From an optimization exercise on the open Yosys and OpenROAD flow, aimed at small area; shortcuts taken in it are not production practice. The RTL was checked by simulation tests, not by an equivalence proof against the original design. Power figures rest on the tool's default switching activity, not on a simulated workload.

Setup of wip/raven:
## ci_decim_bank
module ci_decim_bank (
    input  wire         clk,
    input  wire         rst,
    input  wire         bit_valid,
    input  wire [3:0]   bits,
    input  wire [3:0]   resync,
    input  wire         cfg_we,
    input  wire [1:0]   cfg_ch,
    input  wire [15:0]  cfg_data,
    input  wire [1:0]   cfg_rd_ch,
    output wire [15:0]  cfg_rd_data,
    output reg  [3:0]   out_valid,
    output wire [3:0]   out_settled,
    output wire [99:0]  out_data
);
Size in the first run: ~6100 cells after synthesis, roughly 750 flip-flops, about 52000 um2 of cells after synthesis.
Settings: LEC_CHECK=0, ABC_AREA=1, CAP_MARGIN=20, CORE_MARGIN=2, CORE_UTILIZATION=40, SLEW_MARGIN=20; clock period 15.0 ns.
standard.sh (not shown) runs the stock make flow with config.mk's settings and CLKGATE_MAP_FILE= SYNTH_SCRIPT=/design/flow/synth_recipe.tcl, a recipe that flattens the netlist after the stock synthesis.
==> flow/flow/run.sh <==
#!/bin/bash
# The standard layout (the standard.sh, standard synthesis unchanged), with
# two changes: port buffers use the smallest buffer, and the clock tree uses
# small clock buffers without dummy loads.
set -euo pipefail
export BUFFER_PORTS_ARGS="-buffer_cell sky130_fd_sc_hd__buf_1"
export CTS_ARGS="-sink_clustering_enable -repair_clock_nets -dont_use_dummy_load -buf_list sky130_fd_sc_hd__clkbuf_4"
bash standard.sh > standard.log 2>&1
wip/raven: all stages complete, timing, DRC and antenna checks passed
What wip/harbor does differently from wip/raven at the input level:
- CAP_MARGIN now 5, was 20
- SLEW_MARGIN now 5, was 20
diff --git a/flow/flow/run.sh b/flow/flow/run.sh
--- a/flow/flow/run.sh
+++ b/flow/flow/run.sh
@@ -5,4 +5,4 @@
 set -euo pipefail
 export BUFFER_PORTS_ARGS="-buffer_cell sky130_fd_sc_hd__buf_1"
-export CTS_ARGS="-sink_clustering_enable -repair_clock_nets -dont_use_dummy_load -buf_list sky130_fd_sc_hd__clkbuf_4"
+export CTS_ARGS="-sink_clustering_enable -repair_clock_nets -dont_use_dummy_load -buf_list sky130_fd_sc_hd__clkbuf_8 -sink_clustering_size 14 -sink_clustering_max_diameter 100"
 bash standard.sh > standard.log 2>&1
[wip/harbor vs wip/raven] non-clock buffer count in the final layout: lower in wip/harbor. The register-to-register setup slack on wip/harbor is in line with that on wip/raven. Top layer reached by signal wires: met4 -> wip/harbor, met5 -> wip/raven. Changes observed in wip/harbor relative to wip/raven: combinational power share grew by 0.4 points; global-route usage shrank by 0.31 points; area added between synthesis and finish shrank by 1.4 points; number of clock-tree buffers in the layout shrank by about 70%; cell area shrank by about 1.3%. wip/harbor: done, clean on timing, DRC and antenna. Comparing wip/raven and wip/harbor, the higher total length of routed met3 wires was measured on wip/raven. wip/harbor reports its capture point of the critical path as g_ch[0].u_chain.xa[30]$_SDFF_PP0_ while wip/raven reports out_data[96].

* * *

Starting RTL as in the previous note.
export LEC_CHECK = 0
export ABC_AREA = 1
export CAP_MARGIN = 5
export CORE_MARGIN = 2
export CORE_UTILIZATION = 40
export SLEW_MARGIN = 5
create_clock -name core_clock -period 15.0 [get_ports {clk}]
==> flow/flow/run.sh <==
#!/bin/bash
# The standard layout (standard.sh: standard synthesis, floorplan, power
# grid, placement, CTS, routing), unchanged except for two arguments passed
# through ORFS's own variables:
#   - the port buffers that placement puts on every input and output use the
#     smallest buffer cell instead of the resizer's pick;
#   - clock tree synthesis builds the tree from clkbuf_8 cells in sink
#     clusters of up to 14 flip-flops, without dummy loads.
# Everything make prints goes to standard.log; ORFS's per-step logs stay under
# orfs/logs/ in this folder.
set -euo pipefail
export BUFFER_PORTS_ARGS="-buffer_cell sky130_fd_sc_hd__buf_1"
export CTS_ARGS="-sink_clustering_enable -repair_clock_nets -dont_use_dummy_load -buf_list sky130_fd_sc_hd__clkbuf_8 -sink_clustering_size 14 -sink_clustering_max_diameter 100"
bash standard.sh > standard.log 2>&1
Then changed:
==> flow/flow/run.sh (replaced) <==
#!/bin/bash
# The standard layout (the standard.sh, standard synthesis unchanged), with
# two changes: port buffers use the smallest buffer, and the clock tree uses
# small clock buffers without dummy loads.
set -euo pipefail
export BUFFER_PORTS_ARGS="-buffer_cell sky130_fd_sc_hd__buf_1"
export CTS_ARGS="-sink_clustering_enable -repair_clock_nets -dont_use_dummy_load -buf_list sky130_fd_sc_hd__clkbuf_8 -sink_clustering_size 14 -sink_clustering_max_diameter 100"
bash standard.sh > standard.log 2>&1
Settings changed: GPL_TIMING_DRIVEN set to 0.
=> Non-clock buffer count grows by 175. Cell count grows by 2.2%. Utilization grows by 0.64 points. Clock skew shrinks by 0.0057 ns.

afterwards: timing with drivers on the ports:
The results above use ideal ports. As a check the final layouts listed here were re-extracted and re-timed, cells and wires unchanged.
Step 1 assumes that a clkbuf_16 drives the clock port and a buf_2 every other input.
Step 2, shift: input delay + t, output delay - t, t = (earliest + latest rising clock arrival at the registers) / 2. This alone moves slack from input paths to output paths.
Three values: ideal, step 1, step 2; two values: the first two.
| run | t, ns | setup slack, ns | worst hold slack (ns) |
|---|---|---|---|
| wip/raven | 1.107 | 0.605 / 0.540 / -0.354 | 0.470 / 0.470 / 0.470 |
| wip/harbor | 0.826 | 0.566 / 0.612 / -0.214 | 0.478 / 0.478 / 0.478 |
| the first run of note 2 | 0.826 | 0.566 / 0.612 / -0.214 | 0.478 / 0.478 / 0.478 |
| the second run of note 2 | 0.839 | 0.582 / 0.631 / -0.207 | 0.480 / 0.480 / 0.480 |
With both steps, setup timing fails in every run listed, where it was met with ideal ports. For wip/raven, which loses most, drivers alone change the setup slack by -0.065 ns; drivers and shift together by -0.959 ns.
